Context: an optimization exercise on an open-source flow, tuned for small area, a short achievable clock period and few clock cycles per item. The choices shown serve that exercise and are no tape-out recipe. The RTL was checked by simulation tests, not by an equivalence proof against the original design. Power is estimated from default activity; no workload was simulated.

==> flow/design.v (excerpt) <==
module dge_sha512 (
    input  wire         clk,
    input  wire         rst,             
    input  wire         start,
    input  wire [7:0]   alg,             
    input  wire         resume,
    input  wire [511:0] resume_h,        
    input  wire [63:0]  resume_count,    
    input  wire         abort,
    input  wire         in_valid,
    output reg          in_ready,
    input  wire [63:0]  in_data,
    input  wire         in_last,
    input  wire [3:0]   in_nbytes,
    output reg          busy,
    output reg          done,
    output reg          err,
    output wire [511:0] digest
);
Size: about 13000 cells after synthesis, ~2300 flip-flops, ~0.13 sq mm of cells after synthesis.
clock: 13.0 ns
lec_check: 0
abc_area: 1
cap_margin: 20
core_margin: 2
core_utilization: 45
place_density: 0.7
slew_margin: 20
synth_memory_max_bits: 8192
standard.sh (not shown) runs the stock make flow with config.mk's settings and CLKGATE_MAP_FILE= SYNTH_SCRIPT=/design/flow/synth_recipe.tcl, a recipe that flattens the netlist after the stock synthesis.
==> flow/flow/run.sh <==
#!/bin/bash
# Standard synthesis, then the standard layout with: repair_timing aiming at
# a setup margin below the clock period (the SDC is unchanged), and a plain
# buffer (flow/port_buffer.txt) on every port.
set -euo pipefail
MARGIN=$(cat flow/margin.txt)
PORTBUF=$(cat flow/port_buffer.txt)
bash standard.sh synth > synth.log 2>&1
bash standard.sh SETUP_SLACK_MARGIN=$MARGIN "BUFFER_PORTS_ARGS=-buffer_cell $PORTBUF" finish > layout.log 2>&1
==> flow/flow/margin.txt <==
8.5
==> flow/flow/port_buffer.txt <==
sky130_fd_sc_hd__buf_1
The baseline completed with no timing, DRC or antenna violations.
Testbench counts at the start, summed over its fixed seeds: cycles 55,230, bytes 57,574.
==> next run, changes <==
--- a/flow/design.v
+++ b/flow/design.v
@@ -27,12 +27,16 @@
                      ALG_SHA512 = 8'h03;
     reg [1:0]  state;
     reg [6:0]  kidx;         
     reg        first;        
     reg        is384;
     reg        ivload;       
+    reg        in_post;      
+    reg        in_rnd;       
+    reg        k80;          
+    reg        rot;          
     reg [1:0]  fmode;
     reg [3:0]  fp;           
     reg        need80;       
     reg        lenfit;       
     reg [60:0] cnt_hi;       
     reg [2:0]  cnt_lo;       
@@ -175,14 +179,13 @@
                 last_beat[8*i +: 8] = 8'h80;
         end
     end
     wire         last_ok  = (in_nbytes <= 4'd8);
     wire [7:0]   mark_pos = {1'b0, fp, 3'b000} + {4'd0, in_nbytes};
     wire         alg_ok   = (alg == ALG_SHA384) || (alg == ALG_SHA512);
-    wire feed_slot = (state == S_POST) ||
-                     (state == S_RND && (kidx <= 7'd14 || kidx == 7'd80));
+    wire feed_slot = in_post || (in_rnd && (kidx <= 7'd14 || k80));
     wire go   = hv;
     wire need = (go && feed_slot && fmode != F_END) || !hv;    
     wire take = in_ready && in_valid;    
     wire fw   = need && (fmode == F_PAD || take);    
     wire [60:0] cnt_inc = cnt_hi + 61'd1;
     reg [63:0] pad_word;
@@ -195,16 +198,15 @@
             pad_word = {cnt_hi[57:0], cnt_lo, 3'b000};
         else
             pad_word = 64'd0;
     end
     wire [63:0] feed_word = (fmode == F_DATA) ?
                             (in_last ? bswap64(last_beat) : bswap64(in_data)) : pad_word;
-    wire rot = (state == S_POST) || (state == S_RND && kidx >= 7'd78);
-    wire clr67 = is384 && (state == S_POST) && (fmode == F_END);
-    wire [63:0] sum_a = add64bk(ha[3], first ? 64'd0 : a);
-    wire [63:0] sum_e = add64bk(he[3], first ? 64'd0 : e);
+    wire clr67 = is384 && in_post && (fmode == F_END);
+    wire [63:0] sum_a = add64(ha[3], first ? 64'd0 : a);
+    wire [63:0] sum_e = add64(he[3], first ? 64'd0 : e);
     wire [127:0] hkw_cs = csa(g, k, w[0]);
     wire [511:0] h_cat = {ha[0], ha[1], ha[2], ha[3], he[0], he[1], he[2], he[3]};
     genvar gi;
     generate
         for (gi = 0; gi < 64; gi = gi + 1) begin : g_dig
             assign digest[8*gi +: 8] = h_cat[511-8*gi -: 8];
@@ -224,14 +226,14 @@
     wire idle = (state == S_IDLE);
     reg [1:0] state_n;
     reg [6:0] kidx_n;
     reg [1:0] fmode_n;
     reg       hv_n, done_n, err_n;
     wire      bad_last = take && in_last && !last_ok;
-    wire [6:0] knext   = (state == S_POST) ? 7'd1 :
-                         (kidx == 7'd80) ? 7'd0 : kidx + 7'd1;
+    wire [6:0] knext   = in_post ? 7'd1 :
+                         k80 ? 7'd0 : kidx + 7'd1;
     always @(*) begin
         state_n    = state;
         done_n     = done;
         err_n      = err;
         if (rst || abort) begin
             state_n = S_IDLE;
@@ -304,12 +306,16 @@
         kidx     <= kidx_n;
         fmode    <= fmode_n;
         done     <= done_n;
         err      <= err_n;
         hv       <= hv_n;
         busy     <= busy_n;
+        in_post  <= (state_n == S_POST);
+        in_rnd   <= (state_n == S_RND);
+        k80      <= (kidx_n == 7'd80);
+        rot      <= (state_n == S_POST) || (state_n == S_RND && kidx_n >= 7'd78);
         in_ready <= busy_n && fmode_n == F_DATA &&
                     ((hv_n && feed_slot_n) || !hv_n);
     end
     always @(posedge clk) begin
         if (idle) begin
             ivload <= start && !resume;
@@ -348,13 +354,13 @@
                 end else begin
                     need80 <= 1'b0;
                     if (fp == 4'd15)
                         lenfit <= 1'b1;
                 end
             end
-            if (go && state == S_POST)
+            if (go && in_post)
                 first <= 1'b0;
         end
     end
     reg [63:0] e_d, f_d, g_d;
     always @(*) begin
         e_d = e;
@@ -362,20 +368,20 @@
         g_d = g;
         if (idle) begin
             g_d = rh[63:0];          
         end else if (ivload) begin
             g_d = iv[63:0];
         end else if (go) begin
-            if (state == S_POST) begin
+            if (in_post) begin
                 e_d = sum_e;
                 f_d = he[0];
                 g_d = he[1];
-            end else if (state == S_RND) begin
+            end else if (in_rnd) begin
                 e_d = e_new;
                 f_d = e;
-                g_d = (kidx == 7'd80) ? he[1] : f;
+                g_d = k80 ? he[1] : f;
             end
         end
     end
     always @(posedge clk) begin
         e   <= e_d;
         f   <= f_d;
@@ -391,16 +397,16 @@
     end
     always @(posedge clk) begin
         if (!idle && go) begin
             for (i = 1; i < 16; i = i + 1)
                 w[i] <= w[i-1];
             hkw <= add64bk(hkw_cs[63:0], hkw_cs[127:64]);
-            if (state == S_POST) begin
+            if (in_post) begin
                 {a, b, c, d} <= {sum_a, ha[0], ha[1], ha[2]};
                 h <= he[2];
-            end else if (state == S_RND) begin
+            end else if (in_rnd) begin
                 h <= g;
                 d <= c;
                 c <= b;
                 b <= a;
                 a <= a_new;
             end
Register-to-register slack is better by 0.16 ns.
Power hardly moves.
Count of clock-buffer cells in the layout falls by 5.
Worst hold slack gains 0.019 ns.
Worst setup slack gains 0.16 ns.
Non-clock buffer count rose by 46.
Testbench counts after the change, summed over its fixed seeds: cycles 55,230, bytes 57,574.

==> afterwards: timing with drivers on the ports <==
No port has a modelled driver above. Below, the same layouts with a new extraction and two added sets of constraints.
Step 1 sets driving cells, clkbuf_16 on the clock port and buf_2 on the other inputs (assumed; they add their load-dependent delay and slew).
Step 2 adds t to the input delays and takes it off the output delays; t is the mean of the earliest and latest rising clock arrival at the registers after step 1. Input paths then give back, and output paths get back, about the clock's delay inside the block.
Three values: no drivers, after step 1, after step 2; two values: the first two.
run	t (ns)	slack for setup (ns)	hold WS [ns]	worst setup path after step 2	clock arrival spread, ns
the first run	0.996	8.175 / 8.175 / 7.557	0.379 / 0.379 / 0.379	input to register	0.078 / 0.078
the second run	1.022	8.338 / 8.338 / 7.377	0.398 / 0.398 / 0.398	input to register	0.068 / 0.067
After both steps every run listed still meets setup and hold. The setup slack of the second run, which loses most, moves by 0.000 ns with the drivers and by -0.961 ns with both steps.
